Background: an optimization exercise with open tools, aiming at small area, a short achievable clock period and few clock cycles per item. Do not read the settings as production practice. Function was checked by simulation only, so behaviour that the tests miss may differ from the original. Power figures rest on the tool's default switching activity, not on a simulated workload.

## flow/design.v (module list and top-level ports; edited modules follow where they fit)
// module k24_xu: 434 lines
// module k24_xu_add: 30 lines
// module k24_xu_mtree: 988 lines
module k24_xu (
    input             clk,
    input             rst,           
    input             in_valid,
    output            in_ready,
    input      [23:0] in_instr,      
    input      [23:0] in_wa,         
    input      [23:0] in_wb,         
    input      [23:0] in_wd,         
    input             in_ovt,        
    output reg        out_valid,
    output reg        out_we,        
    output reg [3:0]  out_rd,        
    output reg [23:0] out_wdata,
    output     [3:0]  out_flags,     
    output reg        out_exc,
    output     [15:0] out_ecause     
);
  // ...
==> flow/flow/run.sh <==
#!/bin/bash
set -euo pipefail
cd "$(dirname "$0")/.."
bash standard.sh SETUP_SLACK_MARGIN=11.5 'BUFFER_PORTS_ARGS=-buffer_cell sky130_fd_sc_hd__buf_4' finish > standard_flow.log 2>&1
==> flow/standard.sh <==
#!/bin/bash
# synth_recipe.tcl (not shown) runs the flow's synth.tcl, then flattens the netlist and writes it again
# the make line also repeats each setting of config.mk as NAME=value (left out here)
make -C /OpenROAD-flow-scripts/flow DESIGN_CONFIG=/design/flow/config.mk WORK_HOME=/design/flow/orfs CLKGATE_MAP_FILE= SYNTH_SCRIPT=/design/flow/synth_recipe.tcl "${@:-finish}"
==> flow/config.mk <==
export PLATFORM = sky130hd
export DESIGN_NAME = k24_xu
export DESIGN_NICKNAME = k24_xu
export VERILOG_FILES = /design/flow/design.v
export SDC_FILE = /design/flow/constraint.sdc
export NUM_CORES = 4
export LEC_CHECK = 0
export ABC_AREA = 1
export CAP_MARGIN = 30
export CORE_MARGIN = 2
export CORE_UTILIZATION = 60
export PLACE_DENSITY = 0.75
export SLEW_MARGIN = 20
==> flow/constraint.sdc <==
create_clock -name core_clock -period 16.0 [get_ports {clk}]
set_input_delay 3.2000 -clock core_clock [delete_from_list [all_inputs] [get_ports {clk}]]
set_output_delay 3.2000 -clock core_clock [all_outputs]
set_load 0.01 [all_outputs]
==> metrics.md, run 1 <==
| Metric | Value |
|---|---|
| Status | finished clean |
| Register area | 7920 um2 |
| Comb. pwr | 1550 uW |
| Largest family of logic cells by synthesized area | adder cells |
| Relative slew slack | 0.228 |
| Core area | 73200 um2 |
| Non-filler cells, final | 7273 |
| WHS Endpoint | out_we |
| NetSw | 1550 uW |
| Post-CTS Setup Inserts | 34 |
| NonClk Buf Share | 0.0642 |
| Total negative slack | 0 ns |
| Tcrit/Tclk final | 0.284 |
| Initial antenna violation count | 17 |
| Sw Ratio | 0.420 |
| Post-Route Utilization | 0.676 |
| ANT cells | 6 |
| Fill count | 6392 |
| Leading cell kind | multi-input combinational cells |
| Area growth syn-to-layout | 11.0% |
| CTS tree | done |
| Adder-cell share of the synthesized area | 0.214 |
| Reg-to-reg setup timing slack | 11.46 ns |
| Initial core utilization | 0.608 |
| Met2 Usage GRT | 0.629 |
| Die ar. | 76400 um2 |
Testbench counts, summed over its fixed seeds: cycles 39,242, instrs 32,000.
==> module k24_xu, before the edit <==
module k24_xu (
    input             clk,
    input             rst,           
    input             in_valid,
    output            in_ready,
    input      [23:0] in_instr,      
    input      [23:0] in_wa,         
    input      [23:0] in_wb,         
    input      [23:0] in_wd,         
    input             in_ovt,        
    output reg        out_valid,
    output reg        out_we,        
    output reg [3:0]  out_rd,        
    output reg [23:0] out_wdata,
    output     [3:0]  out_flags,     
    output reg        out_exc,
    output     [15:0] out_ecause     
);
    localparam OP_NOP  = 8'h00, OP_ADD  = 8'h01, OP_ADC  = 8'h02, OP_SUB  = 8'h03,
               OP_SBC  = 8'h04, OP_AND  = 8'h05, OP_OR   = 8'h06, OP_XOR  = 8'h07,
               OP_SHL  = 8'h08, OP_SHR  = 8'h09, OP_SAR  = 8'h0A, OP_ROR  = 8'h0B,
               OP_MIN  = 8'h0C, OP_MAX  = 8'h0D, OP_ADDS = 8'h0E, OP_SUBS = 8'h0F,
               OP_ADDI = 8'h10, OP_ANDI = 8'h11, OP_ORI  = 8'h12, OP_XORI = 8'h13,
               OP_SHLI = 8'h14, OP_SHRI = 8'h15, OP_SARI = 8'h16, OP_CMPI = 8'h17,
               OP_CMP  = 8'h18, OP_TST  = 8'h19, OP_LDK  = 8'h1A, OP_LDH  = 8'h1B,
               OP_NEG  = 8'h1D, OP_ABS  = 8'h1E, OP_CLZ  = 8'h1F,
               OP_MUL  = 8'h30, OP_MULU = 8'h31, OP_MULF = 8'h32, OP_MAC  = 8'h33,
               OP_MACF = 8'h34, OP_MSU  = 8'h35, OP_MFH  = 8'h36, OP_MFL  = 8'h37,
               OP_MFR  = 8'h38, OP_MTA  = 8'h39, OP_DIV  = 8'h3A, OP_DIVU = 8'h3B;
    reg  [3:0]  flags;                   
    reg  [47:0] acc;                     
    wire        fN = flags[3], fZ = flags[2], fC = flags[1], fV = flags[0];
    assign out_flags = flags;
    reg  [7:0]  e_det;
    reg         e_c0, e_c1;
    assign out_ecause = {e_det, 5'd0, e_c1, e_c1, e_c0};
    reg         rdy;
    reg         dvr;                     
    assign in_ready = rdy;
    wire accept = in_valid && rdy && !rst;
    wire [7:0]  i_op    = in_instr[23:16];
    wire [3:0]  i_d     = in_instr[15:12];
    wire [3:0]  i_a     = in_instr[11:8];
    wire [3:0]  i_b     = in_instr[7:4];
    wire [3:0]  i_lo    = in_instr[3:0];
    wire [7:0]  i_imm8  = in_instr[7:0];
    wire [11:0] i_imm12 = in_instr[11:0];
    integer j;
    wire [7:0]  o       = i_op;
    wire        z_lo    = (i_lo == 4'd0);
    wire ob_imm  = (o[7:4] == 4'b0001) && !(o[3:1] == 3'b100);               
    wire ob_sx   = i_imm8[7] && ((o[2:0] == 3'd0) || (o[2:0] == 3'd7));      
    wire [23:0] i_imm_val;
    assign i_imm_val[7:0]   = o[3] ? (o[0] ? in_wd[7:0] : i_imm12[7:0]) : i_imm8;
    assign i_imm_val[11:8]  = o[3] ? (o[0] ? in_wd[11:8] : i_imm12[11:8]) : {4{ob_sx}};
    assign i_imm_val[23:12] = o[3] ? (o[0] ? i_imm12 : {12{i_imm12[11]}}) : {12{ob_sx}};
    wire [23:0] i_b_val = ob_imm ? i_imm_val : in_wb;
    wire i_div = (o[7:1] == 7'b0011101) && z_lo;    
    reg  [4:0]  i_clza, i_cloa, i_clzb, i_clob;
    always @(*) begin
        i_clza = 5'd24;
        i_cloa = 5'd24;
        i_clzb = 5'd24;
        i_clob = 5'd24;
        for (j = 0; j < 24; j = j + 1) begin
            if (in_wa[j])  i_clza = 5'd23 - j[4:0];
            if (!in_wa[j]) i_cloa = 5'd23 - j[4:0];
            if (in_wb[j])  i_clzb = 5'd23 - j[4:0];
            if (!in_wb[j]) i_clob = 5'd23 - j[4:0];
        end
    end
    wire [4:0]  i_za = (in_wa[23] && !in_instr[16]) ? i_cloa : i_clza;
    wire [4:0]  i_zb = (in_wb[23] && !in_instr[16]) ? i_clob : i_clzb;
    wire i_xz   = (i_op == OP_NEG) || (i_op == OP_ABS) || i_dvop;
    wire i_sub  = (i_op == OP_SUB) || (i_op == OP_CMP) || (i_op == OP_CMPI) ||
                  (i_op == OP_SUBS) || (i_op == OP_MIN) || (i_op == OP_MAX);
    wire i_cinc = (i_op == OP_ADC) || (i_op == OP_SBC);
    wire i_yinv = (o[7:5] == 3'b000) &&
                  (o[4] ? ((o[2] & o[1] & o[0]) | (o[3] & !o[1] & !o[0])) :
                          ((o[2:0] == 3'b100) | (o[3] & o[2] & o[0]) | (o[3:0] == 4'b0011)));
    wire i_cin1 = i_sub || i_xz;
    wire i_mulu = (i_op[2:0] == 3'd1);
    wire i_dbl  = (i_op[2:0] == 3'd2) || (i_op[2:0] == 3'd4);
    wire i_mta  = (i_op == OP_MTA);
    wire i_mul  = (i_op[7:3] == 5'b00110);
    wire i_dvop = (i_op == OP_DIV) || (i_op == OP_DIVU);
    wire i_msu  = (i_op[2:0] == 3'd5);
    wire        i_mulacc = accept && i_mul;
    wire        i_bext   = in_wb[23] & ~i_mulu;
    wire [26:0] i_xn     = {i_bext, i_bext, in_wb, 1'b0};
    wire [26:0] i_xd     = {i_bext, in_wb, 2'b0};
    reg  [12:0] i_one, i_two, i_neg;
    always @(*) begin
        for (j = 0; j < 13; j = j + 1) begin
            i_one[j] = i_mulacc && (i_dbl ? (i_xd[2*j+1] ^ i_xd[2*j]) : (i_xn[2*j+1] ^ i_xn[2*j]));
            i_two[j] = i_mulacc && (i_dbl ?
                       ((i_xd[2*j+2] & ~i_xd[2*j+1] & ~i_xd[2*j]) | (~i_xd[2*j+2] & i_xd[2*j+1] & i_xd[2*j])) :
                       ((i_xn[2*j+2] & ~i_xn[2*j+1] & ~i_xn[2*j]) | (~i_xn[2*j+2] & i_xn[2*j+1] & i_xn[2*j])));
            i_neg[j] = i_mulacc && ((i_dbl ? i_xd[2*j+2] : i_xn[2*j+2]) ^ i_msu);    
        end
        i_one[12] = i_one[12] || (accept && i_mta);                             
    end
    reg         v0;
    reg         fz_lo0, fz_a0, fz_b0, fz_h0;   
    reg  [7:0]  op0;
    reg  [3:0]  d0;
    reg  [23:0] a0;
    reg         ovt0;
    reg         xz0, xk0, cinc0, cin10, mulu0;
    reg  [23:0] by0;                     
    reg  [12:0] one0, two0, neg0;
    reg  [4:0]  za0, zb0;
    reg         v1;
    reg         ill1;                    
    reg         we1;
    reg  [3:0]  rd1;
    reg  [23:0] data1;                   
    reg         nz1, zo1, sc1, c1, sv1, vv1;
    reg         mfr1, mfh1, mfl1;
    reg         mac1, accwe1, ovt1;
    reg         dq1, dneg1, dsat1, dz1, dan1;    
    reg  [49:0] cs1, cc1;                
    wire [23:0] a  = a0;
    wire [23:0] b  = by0;                
    wire [7:0]  op = op0;
    wire oc_r    = (op[7:4] == 4'h0) && (op[3:0] != 4'h0);                    
    wire oc_div  = (op[7:1] == 7'b0011101);                                   
    wire oc_i    = (op[7:2] == 6'b000100) || (op[7:1] == 7'b0001101);        
    wire oc_si   = (op[7:2] == 6'b000101) && (op[1:0] != 2'b11);             
    wire oc_cmpi = (op == 8'h17);
    wire oc_dz   = (op[7:1] == 7'b0001100) || (op == 8'h39) ||
                   ((op[7:3] == 5'b00110) && (op[2:1] != 2'b11));             
    wire oc_nac  = (op[7:2] == 6'b000111) && (op[1:0] != 2'b00);             
    wire oc_mf   = (op[7:1] == 7'b0011011) || (op == 8'h38);                  
    wire oc_nop  = (op == 8'h00);
    wire fz_d0   = (d0 == 4'd0);
    wire lg0     = ((oc_r || oc_div) && fz_lo0) || oc_i || (oc_si && fz_h0) ||
                   (oc_cmpi && fz_d0) || (oc_dz && fz_d0 && fz_lo0) ||
                   (oc_nac && fz_b0 && fz_lo0) || (oc_mf && fz_a0 && fz_b0 && fz_lo0) ||
                   (oc_nop && fz_d0 && fz_a0 && fz_b0 && fz_lo0);
    wire        fC1 = (v1 && sc1) ? c1 : fC;
    wire [23:0] ad_x  = a & {24{xk0}};
    wire [23:0] ad_y  = xz0 ? ~a : by0;
    wire        ad_ci = cinc0 ? fC1 : cin10;
    wire [25:0] ad_t  = {1'b0, ad_x, 1'b1} + {1'b0, ad_y, ad_ci};
    wire [23:0] sum   = ad_t[24:1];
    wire        ad_c  = ad_t[25];
    wire        ad_v  = (ad_x[23] == ad_y[23]) && (sum[23] != ad_x[23]);
    wire [23:0] sat_r  = ad_v ? (a[23] ? 24'h800000 : 24'h7FFFFF) : sum;
    wire        a_lt_b = sum[23] ^ ad_v;
    wire [23:0] min_r  = a_lt_b ? a : ~by0;
    wire [23:0] max_r  = a_lt_b ? ~by0 : a;
    wire [23:0] abs_r  = a[23] ? (sum[23] ? 24'h7FFFFF : sum) : a;
    wire        abs_v  = a[23] & sum[23];
    integer     i;
    wire [5:0]  n      = b[5:0];
    wire        n0     = (n == 6'd0);
    wire        nlt24  = (n < 6'd24);
    wire        nle24  = (n <= 6'd24);
    wire op_shl = (op == OP_SHL) || (op == OP_SHLI);
    wire op_shr = (op == OP_SHR) || (op == OP_SHRI);
    wire op_sar = (op == OP_SAR) || (op == OP_SARI);
    wire op_ror = (op == OP_ROR);
    wire [4:0]  r_ror  = (n >= 6'd48) ? n[4:0] - 5'd16 : (n >= 6'd24) ? n[4:0] - 5'd24 : n[4:0];
    wire [4:0]  sh_r5  = op_ror ? r_ror : !nlt24 ? 5'd0 : op_shl ? (n0 ? 5'd0 : 5'd24 - n[4:0]) : n[4:0];
    reg  [23:0] rot;
    reg  [23:0] nthr;                    
    always @(*) begin
        rot = a;
        if (sh_r5[4]) rot = {rot[15:0], rot[23:16]};
        if (sh_r5[3]) rot = {rot[7:0],  rot[23:8]};
        if (sh_r5[2]) rot = {rot[3:0],  rot[23:4]};
        if (sh_r5[1]) rot = {rot[1:0],  rot[23:2]};
        if (sh_r5[0]) rot = {rot[0],    rot[23:1]};
        for (i = 0; i < 24; i = i + 1)
            nthr[i] = (n > i);
    end
    reg  [23:0] sh_r;
    always @(*) begin
        for (i = 0; i < 24; i = i + 1)
            sh_r[i] = op_ror ? rot[i] :
                      op_shl ? (nthr[i] ? 1'b0 : rot[i]) :
                      (nthr[23-i] ? (op_sar & a[23]) : rot[i]);
    end
    wire        sh_c = op_shl ? (nle24 & rot[0]) : op_shr ? (nle24 & rot[23]) : rot[23];
    reg  [4:0]  clz_r;
    always @(*) begin
        clz_r = 5'd24;
        for (i = 0; i < 24; i = i + 1)
            if (a[i]) clz_r = 5'd23 - i[4:0];
    end
    wire [24:0] ma  = {a[23] & ~mulu0, a};
    wire [49:0] mt_s, mt_c;
    k24_xu_mtree mtree (.A(ma), .ONE(one0), .TWO(two0), .NEG(neg0), .S(mt_s), .C(mt_c));
    reg         r_we;
    reg  [23:0] r_data;
    reg         r_nz, r_zo, r_sc, r_c, r_sv, r_v;
    reg         r_mfr, r_mfh, r_mfl, r_mac, r_msu, r_accwe;
    always @(*) begin
        r_we  = 1'b0;
        r_data = sum;
        r_nz  = 1'b0;
        r_zo  = 1'b0;
        r_sc  = 1'b0;
        r_c   = ad_c;
        r_sv  = 1'b0;
        r_v   = ad_v;
        r_mfr = 1'b0;
        r_mfh = 1'b0;
        r_mfl = 1'b0;
        r_mac = 1'b0;
        r_msu = 1'b0;
        r_accwe = 1'b0;
        case (op)
            OP_ADD, OP_ADDI, OP_ADC, OP_SUB, OP_SBC, OP_NEG: begin
                r_we = 1'b1; r_nz = 1'b1; r_sc = 1'b1; r_sv = 1'b1;
            end
            OP_CMP, OP_CMPI: begin
                r_nz = 1'b1; r_sc = 1'b1; r_sv = 1'b1;
            end
            OP_ADDS, OP_SUBS: begin
                r_we = 1'b1; r_data = sat_r; r_nz = 1'b1; r_sc = 1'b1; r_sv = 1'b1;
            end
            OP_AND, OP_ANDI: begin
                r_we = 1'b1; r_data = a & b; r_nz = 1'b1;
            end
            OP_TST: begin
                r_data = a & b; r_nz = 1'b1;
            end
            OP_OR, OP_ORI: begin
                r_we = 1'b1; r_data = a | b; r_nz = 1'b1;
            end
            OP_XOR, OP_XORI: begin
                r_we = 1'b1; r_data = a ^ b; r_nz = 1'b1;
            end
            OP_SHL, OP_SHLI, OP_SHR, OP_SHRI, OP_SAR, OP_SARI, OP_ROR: begin
                r_we = 1'b1; r_data = sh_r; r_nz = 1'b1;
                r_sc = !n0; r_c = sh_c; r_sv = 1'b1; r_v = 1'b0;
            end
            OP_MIN: begin
                r_we = 1'b1; r_data = min_r; r_nz = 1'b1;
            end
            OP_MAX: begin
                r_we = 1'b1; r_data = max_r; r_nz = 1'b1;
            end
            OP_LDK, OP_LDH: begin
                r_we = 1'b1; r_data = b;
            end
            OP_ABS: begin
                r_we = 1'b1; r_data = abs_r; r_nz = 1'b1; r_sv = 1'b1; r_v = abs_v;
            end
            OP_CLZ: begin
                r_we = 1'b1; r_data = {19'd0, clz_r}; r_zo = 1'b1;
            end
            OP_MUL, OP_MULU, OP_MULF: begin
                r_accwe = 1'b1; r_data = 24'd0;
            end
            OP_MAC, OP_MACF: begin
                r_accwe = 1'b1; r_mac = 1'b1;
            end
            OP_MSU: begin
                r_accwe = 1'b1; r_mac = 1'b1; r_msu = 1'b1;
            end
            OP_MFH: begin
                r_we = 1'b1; r_mfh = 1'b1;
            end
            OP_MFL: begin
                r_we = 1'b1; r_mfl = 1'b1;
            end
            OP_MFR: begin
                r_we = 1'b1; r_mfr = 1'b1;
            end
            OP_MTA: begin
                r_accwe = 1'b1; r_data = b;
            end
            default: ;
        endcase
    end
    wire        s1_div  = dvr && !dv_busy;           
    wire        ds_sgn  = (op == OP_DIV);
    wire        ds_an   = ds_sgn && a[23];
    wire        ds_bn   = ds_sgn && b[23];
    wire [23:0] ds_amag = ds_an ? sum : a;
    wire        ds_zero = (zb0 == 5'd24) && !b[23];
    wire [5:0]  ds_m    = {1'b0, zb0} - {1'b0, za0} + {5'd0, ds_an};
    wire [4:0]  ds_s    = (ds_m[5] || ds_zero) ? 5'd1 : (ds_m[4:0] | 5'd1);
    wire [27:0] ds_d    = {{4{ds_bn}}, b} << ds_s;
    wire [27:0] ds_e    = ds_bn ? ds_d : ~ds_d;
    reg         dv_busy;
    reg  [3:0]  dv_cnt;
    reg  [2:0]  e_hi;
    wire [23:0] dv_rem = a0;
    wire [26:0] dv_e   = {e_hi, by0};
    reg         dv_ci;
    reg         dv_sgn, dv_neg, dv_an, dv_zero;
    reg  [3:0]  dv_rd;
    wire [23:0] it_e1  = dv_e[23:0];
    wire [23:0] it_e2  = dv_e[24:1];
    wire        it_f1  = (dv_e[26:24] == 3'b111);
    wire        it_f2  = (dv_e[26:25] == 2'b11);
    wire [25:0] it_u1  = {1'b0, dv_rem, 1'b1} + {1'b0, it_e1, dv_ci};
    wire [24:0] it_t1  = it_u1[25:1];
    wire        it_g1  = it_t1[24] && it_f1;
    wire [25:0] it_u2a = {1'b0, dv_rem, 1'b1} + {1'b0, it_e2, dv_ci};
    wire [24:0] it_t2a = it_u2a[25:1];
    wire        it_g2a = it_t2a[24] && it_f2;
    wire [23:0] it_cs  = dv_rem ^ it_e1 ^ it_e2;
    wire [23:0] it_cc  = (dv_rem & it_e1) | (dv_rem & it_e2) | (it_e1 & it_e2);
    wire [26:0] it_u2b = {2'b0, it_cs, 1'b1} + {1'b0, it_cc, dv_ci, dv_ci};
    wire [25:0] it_t2b = it_u2b[26:1];           
    wire        it_g2b = it_t2b[25] && it_f2;
    wire        it_g2  = it_g1 ? it_g2b : it_g2a;
    wire [23:0] it_r2  = it_g1 ? (it_g2b ? it_t2b[23:0] : it_t1[23:0]) :
                                 (it_g2a ? it_t2a[23:0] : dv_rem);
    wire [23:0] it_q   = {data1[21:0], it_g1, it_g2};
    wire        dv_last = dv_busy && (dv_cnt == 4'd1);
    wire        it_next = dvr;                        
    wire [49:0] acc_e  = {{2{acc[47]}}, acc};
    wire [49:0] acc_x  = mac1 ? acc_e : {26'd0, data1 ^ {24{dneg1}}};
    wire [49:0] m_s    = acc_x ^ cs1 ^ cc1;
    wire [49:0] m_c    = (acc_x & cs1) | (acc_x & cc1) | (cs1 & cc1);
    wire [49:0] m_t;
    wire        m_co;
    k24_xu_add #(50) acc_add (.a(m_s), .b({m_c[48:0], 1'b0}), .ci(dneg1), .s(m_t), .co(m_co));
    wire [49:0] m_r    = m_t;
    wire        acc_ovf = (m_r[49:47] != 3'b000) && (m_r[49:47] != 3'b111);
    wire [25:0] mfr_t   = {acc[47], acc[47:23]} + 26'd1;
    wire        mfr_sat = (mfr_t[25:24] == 2'b01);
    wire [23:0] mfr_r   = mfr_sat ? 24'h7FFFFF : mfr_t[24:1];
    wire        dsat2   = dz1 || (dsat1 && data1[23]);
    wire [23:0] wdata2  = mfh1 ? acc[47:24] : mfl1 ? acc[23:0] : mfr1 ? mfr_r :
                          dsat2 ? (dan1 ? 24'h800000 : 24'h7FFFFF) : m_t[23:0];
    wire        z2      = (data1 == 24'd0);
    wire [3:0]  flags2  = {nz1 ? data1[23] : fN,
                           (nz1 || zo1) ? z2 : fZ,
                           sc1 ? c1 : fC,
                           sv1 ? vv1 : mfr1 ? mfr_sat : fV};
    always @(posedge clk) begin
        op0   <= i_op;
        d0    <= i_d;
        fz_lo0 <= z_lo;
        fz_a0 <= (i_a == 4'd0);
        fz_b0 <= (i_b == 4'd0);
        fz_h0 <= (i_imm8[7:5] == 3'd0);
        a0    <= !it_next ? in_wa : s1_div ? ds_amag : it_r2;
        by0   <= !it_next ? (i_yinv ? ~i_b_val : i_b_val) :
                 s1_div ? ds_e[23:0] : {e_hi[1:0], by0[23:2]};
        ovt0  <= in_ovt;
        xz0   <= i_xz;
        xk0   <= !i_xz;
        cinc0 <= i_cinc;
        cin10 <= i_cin1;
        mulu0 <= i_mulu;
        one0  <= i_one;
        two0  <= i_two;
        neg0  <= i_neg;
        za0   <= i_za;
        zb0   <= i_zb;
        cs1    <= mt_s;
        cc1    <= mt_c;
        rd1    <= dv_busy ? dv_rd : d0;
        data1  <= dv_busy ? it_q : s1_div ? 24'd0 : lg0 ? r_data : {16'd0, op0};
        dq1    <= dv_busy;
        dneg1  <= dv_busy && dv_neg;
        dsat1  <= dv_busy && dv_sgn && !dv_neg;
        dz1    <= dv_busy && dv_zero;
        dan1   <= dv_zero && dv_an;
        ill1   <= !dv_busy && !lg0;
        we1    <= dv_busy || (lg0 && r_we);
        nz1    <= !dv_busy && lg0 && r_nz;
        zo1    <= !dv_busy && lg0 && r_zo;
        sc1    <= !dv_busy && lg0 && r_sc;
        c1     <= r_c;
        sv1    <= !dv_busy && lg0 && r_sv;
        vv1    <= r_v;
        mfr1   <= !dv_busy && lg0 && r_mfr;
        mfh1   <= !dv_busy && lg0 && r_mfh;
        mfl1   <= !dv_busy && lg0 && r_mfl;
        mac1   <= !dv_busy && r_mac;
        accwe1 <= !dv_busy && lg0 && r_accwe;
        ovt1   <= !dv_busy && lg0 && r_mac && ovt0;
        if (s1_div) begin
            e_hi    <= ds_e[26:24];
            dv_ci   <= !ds_bn;
            dv_cnt  <= ds_s[4:1] + 4'd1;
        end else begin
            e_hi    <= {2'b11, e_hi[2]};
            dv_cnt  <= dv_cnt - 4'd1;
        end
        if (s1_div) begin
            dv_sgn  <= ds_sgn;
            dv_neg  <= ds_an ^ ds_bn;
            dv_an   <= ds_an;
            dv_zero <= ds_zero;
            dv_rd   <= d0;
        end
        out_we    <= we1;
        out_rd    <= rd1;
        out_wdata <= wdata2;
        out_exc   <= ill1 || dz1 || (ovt1 && acc_ovf);
        e_det     <= ill1 ? data1[7:0] : 8'd0;
        e_c0      <= !dz1;
        e_c1      <= !ill1;
        if (rst) begin
            flags     <= 4'd0;
            acc       <= 48'd0;
            rdy       <= 1'b1;
            dvr       <= 1'b0;
            v0        <= 1'b0;
            v1        <= 1'b0;
            dv_busy   <= 1'b0;
            out_valid <= 1'b0;
        end else begin
            v0 <= accept;
            v1 <= dv_last || (v0 && !s1_div);
            if (accept && i_div) begin
                rdy <= 1'b0;
                dvr <= 1'b1;
            end else if ((s1_div && ds_s[4:1] == 4'd0) || (dv_busy && dv_cnt == 4'd2)) begin
                rdy <= 1'b1;
                dvr <= 1'b0;
            end
            if (s1_div)
                dv_busy <= 1'b1;
            else if (dv_last)
                dv_busy <= 1'b0;
            out_valid <= v1;
            if (v1) begin
                flags <= flags2;
                if (accwe1) acc <= m_r[47:0];
            end
        end
    end
endmodule
==> run 2, diff against run 1 <==
--- a/flow/design.v
+++ b/flow/design.v
@@ -80,3 +80,3 @@
                           ((o[2:0] == 3'b100) | (o[3] & o[2] & o[0]) | (o[3:0] == 4'b0011)));
-    wire i_cin1 = i_sub || i_xz;
+    wire i_sub0 = i_yinv || i_xz;        
     wire i_mulu = (i_op[2:0] == 3'd1);
@@ -108,3 +108,3 @@
     reg         ovt0;
-    reg         xz0, xk0, cinc0, cin10, mulu0;
+    reg         xz0, xs0, sub0, cinc0, mulu0;
     reg  [23:0] by0;                     
@@ -123,3 +123,3 @@
     wire [23:0] a  = a0;
-    wire [23:0] b  = by0;                
+    wire [23:0] b  = by0;
     wire [7:0]  op = op0;
@@ -141,13 +141,15 @@
     wire        fC1 = (v1 && sc1) ? c1 : fC;
-    wire [23:0] ad_x  = a & {24{xk0}};
-    wire [23:0] ad_y  = xz0 ? ~a : by0;
-    wire        ad_ci = cinc0 ? fC1 : cin10;
+    wire [23:0] ad_x  = (a ^ {24{sub0}}) | {24{xs0}};
+    wire [23:0] ad_y  = xz0 ? a : by0;
+    wire        ad_ci = cinc0 & (fC1 ^ sub0);
     wire [25:0] ad_t  = {1'b0, ad_x, 1'b1} + {1'b0, ad_y, ad_ci};
-    wire [23:0] sum   = ad_t[24:1];
-    wire        ad_c  = ad_t[25];
-    wire        ad_v  = (ad_x[23] == ad_y[23]) && (sum[23] != ad_x[23]);
+    wire [23:0] sum   = ad_t[24:1] ^ {24{sub0}};
+    wire        ad_c  = ad_t[25] ^ sub0;
+    wire        ad_m  = a[23] & !xz0;            
+    wire        ad_n  = xz0 ? a[23] : by0[23];   
+    wire        ad_v  = ((ad_m ^ ad_n) == sub0) && (sum[23] != ad_m);
     wire [23:0] sat_r  = ad_v ? (a[23] ? 24'h800000 : 24'h7FFFFF) : sum;
     wire        a_lt_b = sum[23] ^ ad_v;
-    wire [23:0] min_r  = a_lt_b ? a : ~by0;
-    wire [23:0] max_r  = a_lt_b ? ~by0 : a;
+    wire [23:0] min_r  = a_lt_b ? a : by0;
+    wire [23:0] max_r  = a_lt_b ? by0 : a;
     wire [23:0] abs_r  = a[23] ? (sum[23] ? 24'h7FFFFF : sum) : a;
@@ -345,3 +347,3 @@
         a0    <= !it_next ? in_wa : s1_div ? ds_amag : it_r2;
-        by0   <= !it_next ? (i_yinv ? ~i_b_val : i_b_val) :
+        by0   <= !it_next ? i_b_val :
                  s1_div ? ds_e[23:0] : {e_hi[1:0], by0[23:2]};
@@ -349,5 +351,5 @@
         xz0   <= i_xz;
-        xk0   <= !i_xz;
+        xs0   <= i_xz;
+        sub0  <= i_sub0;
         cinc0 <= i_cinc;
-        cin10 <= i_cin1;
         mulu0 <= i_mulu;
==> metrics.md, run 2 <==
| Metric | Value |
|---|---|
| Fmax | 216 MHz |
| Worst setup startpoint | op0[6] |
| Leak pwr | 0.0226 uW |
| Die Height | 276 um |
| DRC | 0 |
| Leading area contributor after synthesis | dfxtp_1 |
| Initial core utilization | 0.607 (-0.00198) |
| Warnings from Yosys | 2 |
| Wire per inst | 25.9 um |
| Final hold violations | 0 |
| Final min period | 4.64 ns |
| Register area | 7920 um2 (about the same) |
| Via count | 47612 |
| WP buf/inv | 2 |
| Largest net degree at the start of global routing | 75 |
| Critical Path End Type | flip-flop |
| CTS buffer count | 44 |
| Iteration-0 DRC Markers | 7348 |
| Worst slack at placement | 10.08 ns |
| Most common cell after layout, fill and taps aside | nand2_1 |
| Total negative slack | 0 ns (unchanged) |
| CP Launch Type | flip-flop |
| # clock sinks | 377 |
| Crit path max fanout | 33 |
| Later-pin clock latency in the skew report | 0.62 ns |
| Tightest Pin Transition | 1.25 ns |
| Synth top area cells | dfxtp_1 16%, fa_1 15%, xor2_1 9.5% |
| # rows | 99 |
| Fin nets | 6886 |
| Synth cell count leaders | 971 x nand2_1, 845 x inv_1, 498 x o21ai_0, 479 x xor2_1, 401 x a21oi_1 |
| Slew Limit Fails | 0 |
| Routed wire length | 187000 um |
| RSZ-0062 raised after global routing | false |
| Biggest register | cs1 |
| Final setup violation count | 0 |
| Top flop regs | cs1: 50 flops, cc1: 49 flops, acc: 48 flops |
| Worst r2r src | op0[6] |
| Max-cap viol count | 0 |
| Status | finished clean |
| Port bufs | 134 |
| Count leader, synth | nand2_1 |
| Clock Skew | 0.0543 ns |
| Crit-path slowest cell | a2111oi_1 |
| Initial antenna violation count | 14 (-3) |
| Worst path top cell family by delay | simple AND/OR/NAND/NOR gates |
| Die ar. | 76100 um2 (-0.49%) |
| Arrival time of the worst setup path | 5.14 ns |
| Slowest stage delay, CP | 0.69 ns |
| Core area | 73100 um2 (-0.17%) |
| CTS clk-pin slew, worst paths | 0.07 ns |
| Die width | 276 um |
| IO Pins | 152 |
| First-pass iteration count of the detailed router | 22 |
| Commonest non-fill, non-tap cells in the layout | 965 x nand2_1, 812 x inv_1, 472 x xor2_1 |
| Async SR Flop Fraction | 0 |
| Root buf cell | clkbuf_16 |
| CP required | 16.50 ns |
| Max reg flops | 50 |
| Detail Placement HPWL | 133000 um |
| Synthesized area per cell | 7.17 um2 |
| Vias per cell | 6.59 |
| Share of layout cells above drive strength 1 | 0.111 |
| Relative slew slack | 0.162 (-0.0663) |
| Area taken by multi-input logic gates | 32200 um2 |
| Synth cell types | 73 |
| Hold path startpoint | rd1[3] |
| Main synth FF type | dfxtp_1 |
| Hold buffers post-CTS | 0 |
| CTS tree | done |
| CP dominant cell by count | nand2_1 |
| All-Layer GR Usage | 0.471 |
| Fill count | 6294 (-1.5%) |
| Max VDD drop | 0.0731 mV |
| Flops & latches, synth | 377 |
| Power Dens Cells | 75.1 nW/um2 |
| CTS Buffer Depth | 3 |
| Synth Cell Area | 44300 um2 |
| H-tree levels | 2 |
| EDFF count, synth | 33 |
| Worst Hold Class | flip-flop to flip-flop |
| Share of the synthesized area in the top cell type | 0.155 |
| Tcrit/Tclk final | 0.290 (+0.00632) |
| Crit path cell chain | nor2_1 -> nand2_1 -> nor2_2 -> nand2_1 -> clkinv_1 -> nor3_1 -> nand2_1 -> nor3_1 -> nand2_1 -> inv_4 -> a2111oi_1 -> o21ai_0 -> nor3_1 -> nand3_1 -> nand2_1 -> nand2_1 |
| Setup ws final | 11.36 ns |
| Number of global-route vias before repair | 43647 |
| Gp weighted congestion | 1.06 |
| Grt total ovfl | 0 |
| Setup CP Type | flip-flop to flip-flop |
| Syn Inst Count | 6180 |
| First-pass GRT wire length | 268000 um |
| Area growth syn-to-layout | 12.1% |
| DRT antenna net count | 0 |
| Sequential-to-total area share from yosys stat | 0.178 |
run 2: cell count changes in the layout (fill, tap and decap cells not counted), moves of 15 or more:
cell,previous run,this run
o211ai_1,79,110
o21ai_1,95,77
nor2_1,293,309
o221ai_1,27,42
inv_1,862,812
nand2_1,994,965
nand4_1,74,57
buf_6,26,11
run 2: path summary, 6_finish.rpt:
check | slack, ns | to | depth (start not counted)
worst max register to register | 11.36 | data1[21] | 16
worst min-delay path | 0.33 | out_rd[3] | 0
worst max-delay path | 11.36 | data1[21] | 16
worst min register to register | 0.33 | out_rd[3] | 0
run 2: through the flow:
stage	power (uW)	area [um2]	std cells	utilization	hold WS, ns
floorplan	2000	44600	6185	-	0.310
global placement	2420	45900	6999	0.628	0.311
detailed placement	2440	45900	7004	0.629	0.313
CTS	3560	48300	7134	0.661	0.328
global route	3870	49700	7219	0.679	0.334
finish	3730	49700	7229	0.680	0.328
run 2: logic make-up after synthesis:
family,count (synthesis),synth area share
compound gates,1602,0.212
flops,377,0.178
mux,17,0.00404
buf+inv,1261,0.110
xor+xnor,524,0.104
simple gates,1835,0.178
fa+ha+maj,563,0.215
other cells,1,0.0000846
run 2: worst register-to-register path, stage by stage, from the launching register on:
cell and delay, ns:
dfxtp_4 0.39, nor2_1 0.23, nand2_1 0.10, nor2_2 0.33, nand2_1 0.57, clkinv_1 0.47, nor3_1 0.12, nand2_1 0.09
nor3_1 0.05, nand2_1 0.48, inv_4 0.33, a2111oi_1 0.71, o21ai_0 0.20, nor3_1 0.22, nand3_1 0.09, nand2_1 0.11
nand2_1 0.05
run 2: area by class of cell:
cell class                 instances  area share
timing repair inverter             8     0.00103
multi-input combinational       4551       0.648
inverter                         883      0.0696
tap                              959      0.0242
antenna                           11    0.000554
timing repair buffer             358      0.0661
clock inverter                    25     0.00625
sequential                       377       0.159
clock buffer                      57      0.0246
run 2: what timing repair did:
item / CTS / global route
pin swaps: 11 / 34
gates resized for setup: 108 / 173
setup buffers: 36 / 64
cloned: 12 / 12
endpoints found under the setup margin: 212 / 174
run 2: where the power goes:
part	internal, uW	total (uW)	switching, uW
combinational	532	1600	1070
sequential	1010	1050	47.1
clock	615	1070	459
total	2150	3730	1580
run 2: routing by layer:
layer | vias up | share of wire | track usage
met5 | - | 0.0012 | 0.00877
met2 | 3945 | 0.39 | 0.657
li1 | 20758 | - | -
met1 | 21970 | 0.38 | 0.616
met3 | 919 | 0.17 | 0.204
met4 | 20 | 0.062 | 0.238
Testbench counts of run 2, summed over its fixed seeds: cycles 39,242, instrs 32,000.
==> run 3, diff against run 2 <==
--- a/flow/design.v
+++ b/flow/design.v
@@ -87,3 +87,4 @@
     wire i_msu  = (i_op[2:0] == 3'd5);
-    wire        i_mulacc = accept && i_mul;
+    wire        i_offer  = in_valid && rdy;
+    wire        i_mulacc = i_offer && i_mul;
     wire        i_bext   = in_wb[23] & ~i_mulu;
@@ -100,3 +101,3 @@
         end
-        i_one[12] = i_one[12] || (accept && i_mta);                             
+        i_one[12] = i_one[12] || (i_offer && i_mta);                             
     end
@@ -107,4 +108,5 @@
     reg  [23:0] a0;
+    reg  [24:0] ma0;                     
     reg         ovt0;
-    reg         xz0, xs0, sub0, cinc0, mulu0;
+    reg         xz0, xs0, sub0, cinc0;
     reg  [23:0] by0;                     
@@ -193,3 +195,3 @@
     end
-    wire [24:0] ma  = {a[23] & ~mulu0, a};
+    wire [24:0] ma  = ma0;
     wire [49:0] mt_s, mt_c;
@@ -354,3 +356,3 @@
         cinc0 <= i_cinc;
-        mulu0 <= i_mulu;
+        ma0   <= {in_wa[23] & ~i_mulu, in_wa};
         one0  <= i_one;
==> metrics.md, run 3 <==
| Metric | Value |
|---|---|
| Grt total ovfl | 0 (unchanged) |
| Max reg flops | 50 (unchanged) |
| Largest net degree at the start of global routing | 83 (+11%) |
| Synth Cell Area | 44400 um2 (+0.13%) |
| R2r endpoint | cc1[32] |
| Final hold violations | 0 (unchanged) |
| Core area | 73100 um2 (unchanged) |
| Register area | 8400 um2 (+6.1%) |
| WHS Endpoint | out_rd[1] |
| Hold path startpoint | rd1[1] |
| NetSw | 1650 uW (+4.5%) |
| CTS Buffer Depth | 3 (unchanged) |
| Total negative slack | 0 ns (unchanged) |
| DR WL met2 | 74200 um (+0.91%) |
| Reg2reg path depth | 9 (-7) |
| EDFF count, synth | 33 (unchanged) |
| Vias per cell | 6.59 (about the same) |
| Tightest Pin Transition | 1.16 ns (-0.0976 ns) |
| Clk pwr share | 0.272 (-0.016) |
| Crit-path slowest cell | clkinvlp_2 |
| Via count | 47553 (-0.12%) |
| All-Layer GR Usage | 0.469 (-0.00169) |
| Finished Cell Area | 50200 um2 (+1.1%) |
| Met3 Wirelength | 31600 um (+0.61%) |
| Worst r2r src | neg0[9] |
| Relative slew slack | 0.223 (+0.0615) |
| Comb power frac | 0.440 (+0.010) |
| Initial core utilization | 0.607 (+0.000805) |
| Count leader, synth | nand2_1 |
| Power Dens Cells | 79.3 nW/um2 (+5.6%) |
| Reg-to-reg setup timing slack | 11.45 ns (+0.09 ns) |
| Sequential-to-total area share from yosys stat | 0.188 (+0.0106) |
| Port bufs | 134 (unchanged) |
| Main synth FF type | dfxtp_1 |
| Final setup violation count | 0 (unchanged) |
| Synthesized area per cell | 7.26 um2 (+1.3%) |
| Leading area contributor after synthesis | dfxtp_1 |
| First-pass GRT wire length | 268000 um (unchanged) |
| CTS tree | done |
| Number of global-route vias before repair | 43681 (+0.078%) |
| Setup ws final | 11.33 ns (-0.0334 ns) |
| Routed wire length | 188000 um (+0.53%) |
| Synth top area cells | dfxtp_1 17%, fa_1 15%, xor2_1 9.6% |
| Fin nets | 6886 (unchanged) |
| Area post-placement | 46200 um2 (+0.48%) |
| CP Launch Type | primary input |
| Highest routed layer | met5 |
| Max-cap viol count | 0 (unchanged) |
| Die width | 276 um (about the same) |
| Worst slack at placement | 10.40 ns (+0.320 ns) |
| Int Pwr | 2330 uW (+8.4%) |
| Worst path top cell family by delay | buffers and inverters |
| Die ar. | 76200 um2 (+0.13%) |
| IO Pins | 152 (unchanged) |
| WP buf/inv | 2 (unchanged) |
| Wire per inst | 26.0 um (+0.67%) |
| CP required | 16.53 ns (+0.03 ns) |
| Setup CP Type | primary input to flip-flop |
| Initial antenna violation count | 14 (unchanged) |
| Async SR Flop Fraction | 0 (unchanged) |
| Area taken by multi-input logic gates | 31800 um2 (-1.3%) |
| Detail Placement HPWL | 135000 um (+1.5%) |
| Area growth syn-to-layout | 13.2% |
| Leak pwr | 0.0229 uW (+1.0%) |
| Tcrit/Tclk final | 0.292 (+0.00209) |
| # clock sinks | 401 (+6.4%) |
| CTS clk-pin slew, worst paths | 0.06 ns (about the same) |
| Share of layout cells above drive strength 1 | 0.115 (+0.00457) |
| Share of the synthesized area in the top cell type | 0.166 (+0.0106) |
| DRT antenna net count | 0 (unchanged) |
| Final min period | 4.67 ns (+0.0334 ns) |
| Hold depth | 0 (unchanged) |
| Critical Path End Type | flip-flop |
| H-tree levels | 2 (unchanged) |
| Fmax | 214 MHz (-0.71%) |
| Warnings from Yosys | 2 (unchanged) |
| First-pass iteration count of the detailed router | 30 (+36%) |
| Gp weighted congestion | 1.07 (+0.52%) |
| CTS buffer count | 42 (-4.5%) |
| Most common cell after layout, fill and taps aside | nand2_1 |
| Syn Inst Count | 6111 (-1.1%) |
| Slew Limit Fails | 0 (unchanged) |
| Arrival time of the worst setup path | 5.20 ns (+0.06 ns) |
| Synth cell count leaders | 889 x nand2_1, 848 x inv_1, 553 x o21ai_0, 488 x xor2_1, 415 x a21oi_1 |
| Die Height | 276 um (about the same) |
| Worst Hold Class | flip-flop to flip-flop |
| Hold buffers post-CTS | 0 (unchanged) |
| Iteration-0 DRC Markers | 8045 (+9.5%) |
| Biggest register | cs1 |
| RSZ-0062 raised after global routing | true |
| Later-pin clock latency in the skew report | 0.61 ns (about the same) |
| Root buf cell | clkbuf_16 |
| Slowest stage delay, CP | 0.61 ns (-0.08 ns) |
| Max VDD drop | 0.0769 mV (+5.2%) |
| Synth cell types | 74 (+1.4%) |
| Top flop regs | cs1: 50 flops, cc1: 49 flops, acc: 48 flops |
| Status | finished clean |
| Flops & latches, synth | 401 (+6.4%) |
| Fill count | 6123 (-2.7%) |
| Flop pwr share | 0.288 (+0.005) |
| Commonest non-fill, non-tap cells in the layout | 877 x nand2_1, 812 x inv_1, 502 x o21ai_0 |
| Clock Skew | 0.0533 ns (-0.00105 ns) |
| Wire length on met1 | 68700 um (-2.1%) |
| # rows | 99 (unchanged) |
| Sw Ratio | 0.414 (-0.00897) |
| Crit path cell chain | buf_4 -> nand2_1 -> clkinvlp_2 -> o211ai_1 -> o21ai_2 -> o221ai_1 |
| Crit path max fanout | 12 (-64%) |
| DRC | 0 (unchanged) |
[run 3: final cells by class]
class / instances / share of cell area
antenna: 6 / 0.000299
clock buffer: 55 / 0.0233
clock inverter: 20 / 0.00707
inverter: 900 / 0.0700
multi-input combinational: 4459 / 0.633
sequential: 401 / 0.167
tap: 959 / 0.0239
timing repair buffer: 407 / 0.0736
timing repair inverter: 12 / 0.00142
[run 3: metal layers]
metal | vias up | GRT usage
met1 | 21823 | 0.618
met2 | 4022 | 0.661
met4 | 14 | 0.243
met5 | - | 0.0119
li1 | 20643 | -
met3 | 1051 | 0.184
[run 3: stage by stage]
stage	power [uW]	hold WS, ns	utilization	instances
after global placement	2610	0.310	0.629	6948
after CTS	3770	0.329	0.662	7081
after detailed placement	2650	0.315	0.632	6958
final	3980	0.328	0.687	7219
after global routing	4140	0.338	0.687	7215
after floorplan	2140	0.310	-	6116
[run 3: worst max path at each step]
stage | depth (start not counted) | startpoint | end
detailed placement | 27 | sub0 | data1[19]
global placement | 10 | in_instr[21] | by0[20]
global route | 6 | in_instr[16] | by0[3]
CTS | 12 | in_instr[22] | by0[11]
finish | 6 | in_instr[16] | by0[3]
floorplan | 15 | in_wb[3] | zb0[0]
[run 3: what timing repair did]
item                                    in CTS  in global routing
gates resized for setup                     90                185
pin swaps                                    6                 26
endpoints found under the setup margin     138                156
buffers inserted                            39                110
cloned                                       9                 18
[run 3: power by group through the flow]
stage / Clock [uW] / Sequential [uW] / Combinational [uW]
6_report: 1080 / 1150 / 1750
5_1_grt: 1130 / 1150 / 1870
4_1_cts: 1090 / 1150 / 1530
3_5_place_dp: 0 / 1170 / 1480
3_3_place_gp: 0 / 1170 / 1440
2_1_floorplan: 0 / 1150 / 989
[run 3: cells by family (layout without fill, tap and decap cells)]
logic type	after synthesis	in the layout	synth area share
AOI/OAI and AO/OA	1670	1671	0.219
muxes	17	17	0.00392
adders and majority gates	563	563	0.215
and+or+nand+nor	1659	1659	0.158
other	1	12	0.0000845
DFF	401	401	0.188
xor gates and xnor gates	543	543	0.107
buffers and inverters	1257	1394	0.109
[run 3: worst reg2reg max path: cells and delay by family (launching register included)]
family                     cells  cell delay [ns]
buffers and inverters          3             0.85
adders and majority gates      5             2.57
xor gates and xnor gates       1             0.22
DFF                            1             0.82
Testbench counts of run 3, summed over its fixed seeds: cycles 39,242, instrs 32,000.
==> run 4, diff against run 3 <==
--- a/flow/config.mk
+++ b/flow/config.mk
@@ -12,2 +12,2 @@
 export PLACE_DENSITY = 0.75
-export SLEW_MARGIN = 20
+export SLEW_MARGIN = 50
==> metrics.md, run 4 <==
| Metric | Value |
|---|---|
| Setup ws final | 11.51 ns (+0.179 ns) |
| Flops & latches, synth | 401 (unchanged) |
| # clock sinks | 401 (unchanged) |
| CTS Buffer Depth | 3 (unchanged) |
| Hold depth | 0 (unchanged) |
| Hold path startpoint | rd1[1] |
| All-Layer GR Usage | 0.469 (-0.000511) |
| Routed wire length | 186000 um (-0.88%) |
| CP required | 16.46 ns (-0.07 ns) |
| Final setup violation count | 0 (unchanged) |
| Fin nets | 6828 (-0.84%) |
| Synth Area in Simple Gates | 0.158 (unchanged) |
| First-pass iteration count of the detailed router | 19 (-37%) |
| Worst setup startpoint | in_instr[16] |
| Core area | 73100 um2 (unchanged) |
| Reg-to-reg setup timing slack | 11.52 ns (+0.07 ns) |
| Sequential-to-total area share from yosys stat | 0.188 (unchanged) |
| Critical Path End Type | flip-flop |
| DRC | 0 (unchanged) |
| Top flop regs | cs1: 50 flops, cc1: 49 flops, acc: 48 flops |
| Tcrit/Tclk final | 0.281 (-0.0112) |
| Slew Limit Fails | 0 (unchanged) |
| Tightest Pin Transition | 0.888 ns (-0.267 ns) |
| EDFF count, synth | 33 (unchanged) |
| Most common cell after layout, fill and taps aside | nand2_1 |
| RSZ-0062 raised after global routing | true |
| Adder-cell share of the synthesized area | 0.215 (unchanged) |
| Max VDD drop | 0.0816 mV (+6.1%) |
| First-pass GRT wire length | 268000 um (-0.15%) |
| Worst r2r src | sub0 |
| Synth cell count leaders | 889 x nand2_1, 848 x inv_1, 553 x o21ai_0, 488 x xor2_1, 415 x a21oi_1 |
| Later-pin clock latency in the skew report | 0.60 ns (about the same) |
| Status | finished clean |
| Worst path top cell family by delay | compound AO/OA/AOI/OAI gates |
| IO Pins | 152 (unchanged) |
| Max-cap viol count | 0 (unchanged) |
| Commonest non-fill, non-tap cells in the layout | 875 x nand2_1, 792 x inv_1, 512 x o21ai_0 |
| Area taken by multi-input logic gates | 31800 um2 (about the same) |
| PnR Total Power | 3880 uW (-2.6%) |
| Biggest register | cs1 |
| Max reg flops | 50 (unchanged) |
| Iteration-0 DRC Markers | 7806 (-3.0%) |
| CTS tree | done |
| Main synth FF type | dfxtp_1 |
| WHS | 0.327 ns (-0.000162 ns) |
| R2r endpoint | data1[19] |
| Slowest stage delay, CP | 0.25 ns (-0.36 ns) |
| Warnings from Yosys | 2 (unchanged) |
| Total negative slack | 0 ns (unchanged) |
| Detail Placement HPWL | 134000 um (-0.78%) |
| Largest net degree at the start of global routing | 83 (unchanged) |
| WHS Endpoint | out_rd[1] |
| Via count | 47244 (-0.65%) |
| Wire per inst | 26.0 um (about the same) |
| Leak pwr | 0.0225 uW (-1.6%) |
| Die width | 276 um (unchanged) |
| Share of layout cells above drive strength 1 | 0.110 (-0.00471) |
| Syn Inst Count | 6111 (unchanged) |
| Final min period | 4.49 ns (-0.179 ns) |
| Reg2reg path depth | 24 (+15) |
| Synth top area cells | dfxtp_1 17%, fa_1 15%, xor2_1 9.6% |
| Vias per cell | 6.60 (+0.17%) |
| Async SR Flop Fraction | 0 (unchanged) |
| Mux share of post-synthesis cell area | 0.00392 (unchanged) |
| Finished Cell Area | 49400 um2 (-1.7%) |
| Final hold violations | 0 (unchanged) |
| Post-synthesis compound-gate area fraction | 0.219 (unchanged) |
| Number of global-route vias before repair | 43231 (-1.0%) |
| Setup CP Type | primary input to flip-flop |
| Synthesized area per cell | 7.26 um2 (unchanged) |
| WP buf/inv | 4 (+2) |
| CTS buffer count | 42 (unchanged) |
| Synth Cell Area | 44400 um2 (unchanged) |
| Clock Skew | 0.0311 ns (-0.0221 ns) |
| Crit path cell chain | buf_4 -> clkinvlp_4 -> a21oi_2 -> nor4_2 -> inv_1 -> nand2_1 -> o21ai_0 -> buf_4 -> o211ai_1 -> o211ai_1 -> o221ai_1 |
| Gp weighted congestion | 1.07 (unchanged) |
| Die Height | 276 um (unchanged) |
| Leading area contributor after synthesis | dfxtp_1 |
| Initial antenna violation count | 14 (unchanged) |
| Worst slack at placement | 10.14 ns (-0.263 ns) |
| Port bufs | 134 (unchanged) |
| Initial core utilization | 0.607 (unchanged) |
| # rows | 99 (unchanged) |
| Area growth syn-to-layout | 11.2% |
| Power Dens Cells | 78.6 nW/um2 (-0.88%) |
| Fmax | 223 MHz (+4.0%) |
| Crit-path slowest cell | a21oi_2 |
| Grt total ovfl | 0 (unchanged) |
| Arrival time of the worst setup path | 4.95 ns (-0.25 ns) |
| Crit path max fanout | 12 (unchanged) |
| Synth cell types | 74 (unchanged) |
| Root buf cell | clkbuf_16 |
| Die ar. | 76200 um2 (unchanged) |
| DRT antenna net count | 0 (unchanged) |
| Relative slew slack | 0.405 (+0.182) |
| CTS clk-pin slew, worst paths | 0.06 ns (about the same) |
| Largest family of logic cells by synthesized area | compound AO/OA/AOI/OAI gates |
| Count leader, synth | nand2_1 |
| Hold buffers post-CTS | 0 (unchanged) |
| Fill count | 6278 (+2.5%) |
| H-tree levels | 2 (unchanged) |
| CP Launch Type | primary input |
| Register area | 8400 um2 (about the same) |
| Post-Synth XOR/XNOR Area | 0.107 (unchanged) |
| Share of the synthesized area in the top cell type | 0.166 (unchanged) |
| Area post-placement | 46100 um2 (-0.18%) |
| Worst Hold Class | flip-flop to flip-flop |
==> run 4: cell counts after synthesis <==
Identical to the previous run, type by type.
==> run 4: worst max path at each step <==
stage	cells past startpoint	to	slack (ns)
floorplan	15	zb0[0]	11.42
global placement	10	by0[20]	9.86
detailed placement	9	by0[10]	10.14
CTS	27	by0[23]	11.41
global route	24	acc[42]	11.33
finish	11	by0[12]	11.51
==> run 4: through the flow <==
stage,utilization,std cells
final,0.676,7160
after global routing,0.675,7155
after CTS,0.658,7065
after detailed placement,0.631,6952
after global placement,0.629,6948
after floorplan,-,6116
==> run 4: layout make-up <==
type                    count  area share
inverters                 900      0.0709
multi-input cells        4460       0.644
clock buffers              54      0.0230
well taps                 959      0.0243
clock inverters            20     0.00532
diodes                      6    0.000304
repair inverters            5    0.000608
repair buffers            355      0.0619
flip-flops and latches    401       0.170
==> run 4: kinds of logic after synthesis <==
kind of cell	after synthesis
buffers and inverters	1257
AO/OA/AOI/OAI	1670
multiplexers	17
AND/OR/NAND/NOR	1659
XOR/XNOR	543
other	1
adder cells (fa/ha/maj)	563
flip-flops	401
==> run 4: repair_timing <==
item / 4_1_cts / 5_1_grt
hold endpoints to repair: 0 / 0
gates resized for setup: 81 / 132
setup buffers: 34 / 74
endpoints found under the setup margin: 127 / 130
pin swaps: 5 / 22
cloned: 5 / 13
==> run 4: power by group <==
part | internal [uW] | leakage [uW] | switching, uW
logic | 578 | 0.0184 | 1130
clock network | 586 | 0.000686 | 439
registers | 1080 | 0.00337 | 60.9
total | 2250 | 0.0225 | 1630
==> run 4: metal layers <==
| metal | vias to the layer above | global-route usage | wire [um] |
|---|---|---|---|
| li1 | 20526 | - | - |
| met1 | 21793 | 0.617 | 68700 |
| met2 | 3941 | 0.668 | 74300 |
| met3 | 962 | 0.187 | 31000 |
| met4 | 22 | 0.221 | 12100 |
| met5 | - | 0.0113 | 255 |
==> run 5, diff against run 4 <==
--- a/flow/design.v
+++ b/flow/design.v
@@ -119,2 +119,3 @@
     reg  [23:0] data1;                   
+    reg  [7:0]  op1;                     
     reg         nz1, zo1, sc1, c1, sv1, vv1;
@@ -365,3 +366,4 @@
         rd1    <= dv_busy ? dv_rd : d0;
-        data1  <= dv_busy ? it_q : s1_div ? 24'd0 : lg0 ? r_data : {16'd0, op0};
+        data1  <= dv_busy ? it_q : s1_div ? 24'd0 : r_data;
+        op1    <= op0;
         dq1    <= dv_busy;
@@ -404,3 +406,3 @@
         out_exc   <= ill1 || dz1 || (ovt1 && acc_ovf);
-        e_det     <= ill1 ? data1[7:0] : 8'd0;
+        e_det     <= ill1 ? op1 : 8'd0;
         e_c0      <= !dz1;
--- a/flow/config.mk
+++ b/flow/config.mk
@@ -12,2 +12,2 @@
 export PLACE_DENSITY = 0.75
-export SLEW_MARGIN = 50
+export SLEW_MARGIN = 20
==> metrics.md, run 5 <==
| Metric | Value |
|---|---|
| Root buf cell | clkbuf_16 |
| CP Launch Type | primary input |
| Vias per cell | 6.47 (-1.9%) |
| CTS buffer count | 48 (+14%) |
| Biggest register | cs1 |
| Worst setup startpoint | in_instr[19] |
| Commonest non-fill, non-tap cells in the layout | 961 x nand2_1, 809 x inv_1, 473 x xor2_1 |
| Tightest Pin Transition | 1.14 ns (+0.248 ns) |
| H-tree levels | 2 (unchanged) |
| Area post-placement | 46700 um2 (+1.3%) |
| Max VDD drop | 0.0852 mV (+4.4%) |
| Share of the synthesized area in the top cell type | 0.168 (+0.00156) |
| Final hold violations | 0 (unchanged) |
| Grt total ovfl | 0 (unchanged) |
| Power Dens Cells | 88.6 nW/um2 (+13%) |
| Flops & latches, synth | 409 (+2.0%) |
| Worst path top cell family by delay | compound AO/OA/AOI/OAI gates |
| Later-pin clock latency in the skew report | 0.62 ns (+0.02 ns) |
| Synth Area in Simple Gates | 0.170 (+0.0118) |
| Max reg flops | 50 (unchanged) |
| Largest family of logic cells by synthesized area | compound AO/OA/AOI/OAI gates |
| Setup CP Type | primary input to flip-flop |
| Port bufs | 134 (unchanged) |
| Synth top area cells | dfxtp_1 17%, fa_1 15%, xor2_1 9.3% |
| Slew Limit Fails | 0 (unchanged) |
| Int Pwr | 2490 uW (+11%) |
| Total negative slack | 0 ns (unchanged) |
| Non-filler cells, final | 7277 (+1.6%) |
| Leading area contributor after synthesis | dfxtp_1 |
| Crit path cell chain | buf_4 -> inv_1 -> nor2_2 -> a21oi_4 -> buf_6 -> o21ai_0 -> o221ai_1 |
| Slowest stage delay, CP | 0.54 ns (+0.29 ns) |
| Flop pwr share | 0.282 (-0.013) |
| # rows | 100 (+1.0%) |
| # clock sinks | 409 (+2.0%) |
| Leak pwr | 0.0226 uW (+0.48%) |
| Syn Inst Count | 6225 (+1.9%) |
| Fin nets | 6928 (+1.5%) |
| Via count | 47095 (-0.32%) |
| CTS tree | done |
| Fill count | 6416 (+2.2%) |
| Sequential-to-total area share from yosys stat | 0.190 (+0.00129) |
| Final min period | 4.58 ns (+0.0881 ns) |
| IO Pins | 152 (unchanged) |
| DRT antenna net count | 0 (unchanged) |
| Final setup violation count | 0 (unchanged) |
| Worst r2r src | by0[12] |
| Arrival time of the worst setup path | 5.01 ns (+0.06 ns) |
| Area growth syn-to-layout | 11.6% |
| Die ar. | 77100 um2 (+1.2%) |
| Post-Synth XOR/XNOR Area | 0.103 (-0.00461) |
| Wire per inst | 25.2 um (-3.1%) |
| Initial core utilization | 0.604 (-0.00282) |
| Count leader, synth | nand2_1 |
| Clk pwr share | 0.257 (-0.007) |
| Fmax | 218 MHz (-1.9%) |
| Comb power frac | 0.461 (+0.020) |
| Most common cell after layout, fill and taps aside | nand2_1 |
| Clock Skew | 0.0399 ns (+0.00880 ns) |
| Tcrit/Tclk final | 0.286 (+0.00551) |
| Finished Cell Area | 50100 um2 (+1.5%) |
| Largest net degree at the start of global routing | 75 (-9.6%) |
| Synth cell types | 74 (unchanged) |
| Synth Cell Area | 44900 um2 (+1.2%) |
| Gp weighted congestion | 1.10 (+2.5%) |
| Sw Ratio | 0.438 (+0.0177) |
| Main synth FF type | dfxtp_1 |
| Post-synthesis compound-gate area fraction | 0.215 (-0.00359) |
| Die Height | 278 um (+0.60%) |
| Routed wire length | 183000 um (-1.5%) |
| Mux share of post-synthesis cell area | 0.00276 (-0.00116) |
| RSZ-0062 raised after global routing | true |
| Adder-cell share of the synthesized area | 0.212 (-0.00259) |
| Iteration-0 DRC Markers | 7339 (-6.0%) |
| DRC | 0 (unchanged) |
| Placed Instances | 7069 (+1.7%) |
| CP required | 16.43 ns (-0.03 ns) |
| NetSw | 1950 uW (+19%) |
| Number of global-route vias before repair | 43014 (-0.50%) |
| Hold path startpoint | rd1[2] |
| Top flop regs | cs1: 50 flops, cc1: 49 flops, acc: 48 flops |
| EDFF count, synth | 33 (unchanged) |
| Max-cap viol count | 0 (unchanged) |
| WP buf/inv | 3 (-1) |
| Crit-path slowest cell | o21ai_0 |
| Relative slew slack | 0.242 (-0.164) |
| Detail Placement HPWL | 133000 um (-0.43%) |
| Initial antenna violation count | 5 (-9) |
| Core area | 74300 um2 (+1.7%) |
| Synth cell count leaders | 972 x nand2_1, 838 x inv_1, 516 x o21ai_0, 478 x xor2_1, 435 x a21oi_1 |
| Critical Path End Type | flip-flop |
| Async SR Flop Fraction | 0 (unchanged) |
| CTS clk-pin slew, worst paths | 0.06 ns (about the same) |
| All-Layer GR Usage | 0.452 (-0.0163) |
| Worst Hold Class | flip-flop to flip-flop |
| Status | finished clean |
| CTS Buffer Depth | 3 (unchanged) |
| First-pass GRT wire length | 266000 um (-0.92%) |
| Share of layout cells above drive strength 1 | 0.104 (-0.00668) |
| First-pass iteration count of the detailed router | 11 (-8) |
| Die width | 278 um (+0.60%) |
| Synthesized area per cell | 7.22 um2 (-0.63%) |
| Crit path max fanout | 11 (-1) |
| Warnings from Yosys | 2 (unchanged) |
[run 5: cell type report]
cell class	instances	area, um2	share of cell area
repair buffers	335	2980	0.0594
multi-input cells	4561	32100	0.641
well taps	969	1210	0.0242
flip-flops and latches	409	8550	0.171
repair inverters	12	82.6	0.00165
inverters	898	3480	0.0695
clock buffers	60	1340	0.0267
diodes	3	7.51	0.000150
clock inverters	30	322	0.00642
[run 5: per-layer routing]
metal  global-route usage  routed length (um)  vias to the layer above  share of wire
met5               0.0113                 214                        -         0.0012
met4                0.209               11000                       12          0.060
met3                0.172               29400                      762           0.16
met2                0.628               72200                     3625           0.39
met1                0.617               70600                    21818           0.38
li1                     -                   -                    20878              -
[run 5: repair_timing]
| action | in CTS | in global routing |
|---|---|---|
| hold buffers | 0 | 0 |
| endpoints found under the hold margin | 0 | 0 |
| resized for setup | 86 | 129 |
| gates cloned | 7 | 13 |
| endpoints found under the setup margin | 191 | 149 |
| setup buffers | 33 | 51 |
| pin swaps | 5 | 16 |
[run 5: worst paths after layout]
| check | to | slack [ns] | depth (start not counted) |
|---|---|---|---|
| worst min-delay path | out_rd[2] | 0.33 | 0 |
| worst min register to register | out_rd[2] | 0.33 | 0 |
| worst max-delay path | by0[1] | 11.42 | 7 |
| worst max register to register | data1[21] | 11.48 | 16 |
[run 5: power by group through the flow]
stage	clock, uW	combinational, uW	sequential [uW]
3_5_place_dp	0	1820	1270
2_1_floorplan	0	1220	1250
3_3_place_gp	0	1790	1270
6_report	1140	2050	1250
5_1_grt	1180	2200	1260
4_1_cts	1140	1870	1250
[run 5: cell families after synthesis]
logic type,after synthesis
AO/OA/AOI/OAI,1662
XOR/XNOR,526
adder cells (fa/ha/maj),563
buffers and inverters,1261
flip-flops,409
multiplexers,12
other,1
AND/OR/NAND/NOR,1791
[run 5: stage by stage]
stage / utilization / worst slack (ns) / hold slack [ns] / total power (uW)
CTS: 0.659 / 11.50 / 0.329 / 4260
global placement: 0.626 / 10.00 / 0.311 / 3060
global route: 0.674 / 11.41 / 0.335 / 4650
detailed placement: 0.628 / 9.97 / 0.314 / 3100
finish: 0.674 / 11.42 / 0.325 / 4440
floorplan: - / 11.45 / 0.310 / 2470
Testbench counts of run 5, summed over its fixed seeds: cycles 39,242, instrs 32,000.
==> run 6, diff against run 5 <==
--- a/flow/config.mk
+++ b/flow/config.mk
@@ -12,2 +12,2 @@
 export PLACE_DENSITY = 0.75
-export SLEW_MARGIN = 20
+export SLEW_MARGIN = 50
==> metrics.md, run 6 <==
| Metric | Value |
|---|---|
| Status | finished clean |
| Post-Route Utilization | 0.666 (-0.00852) |
| Synth cell types | 74 (unchanged) |
| Clock Skew | 0.0262 ns (-0.0137 ns) |
| Async SR Flop Fraction | 0 (unchanged) |
| Tightest Pin Transition | 0.836 ns (-0.300 ns) |
| Die width | 278 um (unchanged) |
| Relative slew slack | 0.438 (+0.196) |
| Gp weighted congestion | 1.10 (unchanged) |
| CTS Buffer Depth | 3 (unchanged) |
| Share of layout cells above drive strength 1 | 0.100 (-0.00374) |
| Worst slack at placement | 10.19 ns (+0.219 ns) |
| Via count | 46727 (-0.78%) |
| Initial core utilization | 0.604 (unchanged) |
| Fin nets | 6877 (-0.74%) |
| Synth cell count leaders | 972 x nand2_1, 838 x inv_1, 516 x o21ai_0, 478 x xor2_1, 435 x a21oi_1 |
| Final hold violations | 0 (unchanged) |
| Root buf cell | clkbuf_16 |
| Wire per inst | 25.2 um (+0.14%) |
| Power Dens Cells | 89.4 nW/um2 (+0.94%) |
| Vias per cell | 6.47 (about the same) |
| Setup ws final | 11.52 ns (+0.101 ns) |
| EDFF count, synth | 33 (unchanged) |
| Slew Limit Fails | 0 (unchanged) |
| Arrival time of the worst setup path | 5.01 ns (about the same) |
| Area growth syn-to-layout | 10.1% |
| # clock sinks | 409 (unchanged) |
| Total negative slack | 0 ns (unchanged) |
| Routed wire length | 182000 um (-0.60%) |
| Share of the synthesized area in the top cell type | 0.168 (unchanged) |
| Synthesized area per cell | 7.22 um2 (unchanged) |
| All-Layer GR Usage | 0.451 (-0.00174) |
| RSZ-0062 raised after global routing | true |
| Later-pin clock latency in the skew report | 0.62 ns (about the same) |
| CTS clk-pin slew, worst paths | 0.06 ns (about the same) |
| Hold buffers post-CTS | 0 (unchanged) |
| CTS buffer count | 48 (unchanged) |
| Max reg flops | 50 (unchanged) |
| Crit path max fanout | 29 (+18) |
| Max VDD drop | 0.0750 mV (-12%) |
| Sequential-to-total area share from yosys stat | 0.190 (unchanged) |
| Core area | 74300 um2 (unchanged) |
| Port bufs | 134 (unchanged) |
| Detail Placement HPWL | 133000 um (-0.41%) |
| Number of global-route vias before repair | 42806 (-0.48%) |
| DRC | 0 (unchanged) |
| Die ar. | 77100 um2 (unchanged) |
| Setup CP Type | primary input to flip-flop |
| DRT antenna net count | 0 (unchanged) |
| CTS tree | done |
| Main synth FF type | dfxtp_1 |
| Syn Inst Count | 6225 (unchanged) |
| CP required | 16.52 ns (+0.09 ns) |
| Grt total ovfl | 0 (unchanged) |
| Synth top area cells | dfxtp_1 17%, fa_1 15%, xor2_1 9.3% |
| Iteration-0 DRC Markers | 7487 (+2.0%) |
| Warnings from Yosys | 2 (unchanged) |
| Critical Path End Type | flip-flop |
| First-pass iteration count of the detailed router | 10 (-1) |
| Area post-placement | 46600 um2 (-0.23%) |
| First-pass GRT wire length | 264000 um (-0.48%) |
| Flops & latches, synth | 409 (unchanged) |
| Max-cap viol count | 0 (unchanged) |
| Worst Hold Class | flip-flop to flip-flop |
| Largest net degree at the start of global routing | 75 (unchanged) |
| CP Launch Type | primary input |
| Finished Cell Area | 49500 um2 (-1.3%) |
| Final min period | 4.48 ns (-0.101 ns) |
| Commonest non-fill, non-tap cells in the layout | 961 x nand2_1, 786 x inv_1, 476 x o21ai_0 |
| IO Pins | 152 (unchanged) |
| Final setup violation count | 0 (unchanged) |
| H-tree levels | 2 (unchanged) |
| Synth Cell Area | 44900 um2 (unchanged) |
| Leak pwr | 0.0223 uW (-1.1%) |
| Tcrit/Tclk final | 0.280 (-0.00630) |
| Fmax | 223 MHz (+2.2%) |
| Leading area contributor after synthesis | dfxtp_1 |
| Most common cell after layout, fill and taps aside | nand2_1 |
| Top flop regs | cs1: 50 flops, cc1: 49 flops, acc: 48 flops |
| Count leader, synth | nand2_1 |
| # rows | 100 (unchanged) |
| Initial antenna violation count | 9 (+4) |
| Die Height | 278 um (unchanged) |
| Biggest register | cs1 |
## run 6: changes by cell type in the layout (fill, tap and decap cells not counted), sizes merged
cell,previous run,this run
clkinv,50,43
clkinvlp,38,18
bufinv,2,4
clkbuf,67,71
dlymetal6s2s,1,0
buf,327,285
inv,850,860
## run 6: path summary, 6_finish.rpt
| check | start | end | slack (ns) | cells after the start |
|---|---|---|---|---|
| worst min register to register | rd1[3] | out_rd[3] | 0.33 | 0 |
| worst min-delay path | rd1[3] | out_rd[3] | 0.33 | 0 |
| worst max-delay path | in_instr[19] | by0[15] | 11.52 | 9 |
| worst max register to register | dv_ci | a0[21] | 11.53 | 14 |
## run 6: layout make-up
class	instances	area, um2
Timing Repair inverter	4	27.5
Tap cell	969	1210
Timing Repair Buffer	292	2450
Fill cell	6534	24800
Clock buffer	64	1330
Clock inverter	23	277
Sequential cell	409	8550
Antenna cell	3	7.51
Inverter	898	3470
Multi-Input combinational cell	4561	32200
## run 6: repair_timing
action	in CTS	in global routing
gates resized for setup	60	117
pin swaps	7	17
endpoints found under the setup margin	175	136
gates cloned	1	12
setup buffers	26	32
## run 6: report_power, final
group	total [uW]	internal, uW	switching, uW
registers	1250	1150	100
clock network	1140	656	484
logic	2030	692	1340
## run 6: per-stage QoR
stage	power, uW	instances	hold slack (ns)
2_1_floorplan	2470	6230	0.310
3_3_place_gp	3060	7061	0.311
3_5_place_dp	3100	7061	0.314
4_1_cts	4250	7175	0.328
5_1_grt	4630	7220	0.330
6_report	4420	7223	0.326
## run 6: kinds of logic (layout without fill, tap and decap cells)
logic type               Yosys count  count (layout)  share of synthesized area
flip-flops                       409             409                      0.190
multiplexers                      12              12                    0.00276
other                              1               9                  0.0000835
AND/OR/NAND/NOR                 1791            1791                      0.170
XOR/XNOR                         526             526                      0.103
buffers and inverters           1261            1281                      0.108
adder cells (fa/ha/maj)          563             563                      0.212
AO/OA/AOI/OAI                   1662            1663                      0.215
## run 6: metal layers
layer,GRT usage,vias to the layer above,routed length (um)
met5,0.00375,-,226
met4,0.196,20,10500
met2,0.634,3565,72400
li1,-,20769,-
met3,0.180,760,29300
met1,0.607,21613,70000
## run 6: critical path: stages
cell and delay [ns]:
buf_4 0.27, inv_1 0.13, nor2_2 0.34, a21oi_4 0.16, inv_6 0.24, a21oi_1 0.10, a221oi_2 0.35, a21oi_1 0.07
o21ai_0 0.11

Re-timed with assumed drivers on the ports (clkbuf_16 on the clock, buf_2 on other inputs), run 6 has 11.526 ns of setup slack against 11.519 ns with ideal ports, and 10.886 ns once port delays also move by the mid clock arrival of 0.679 ns.
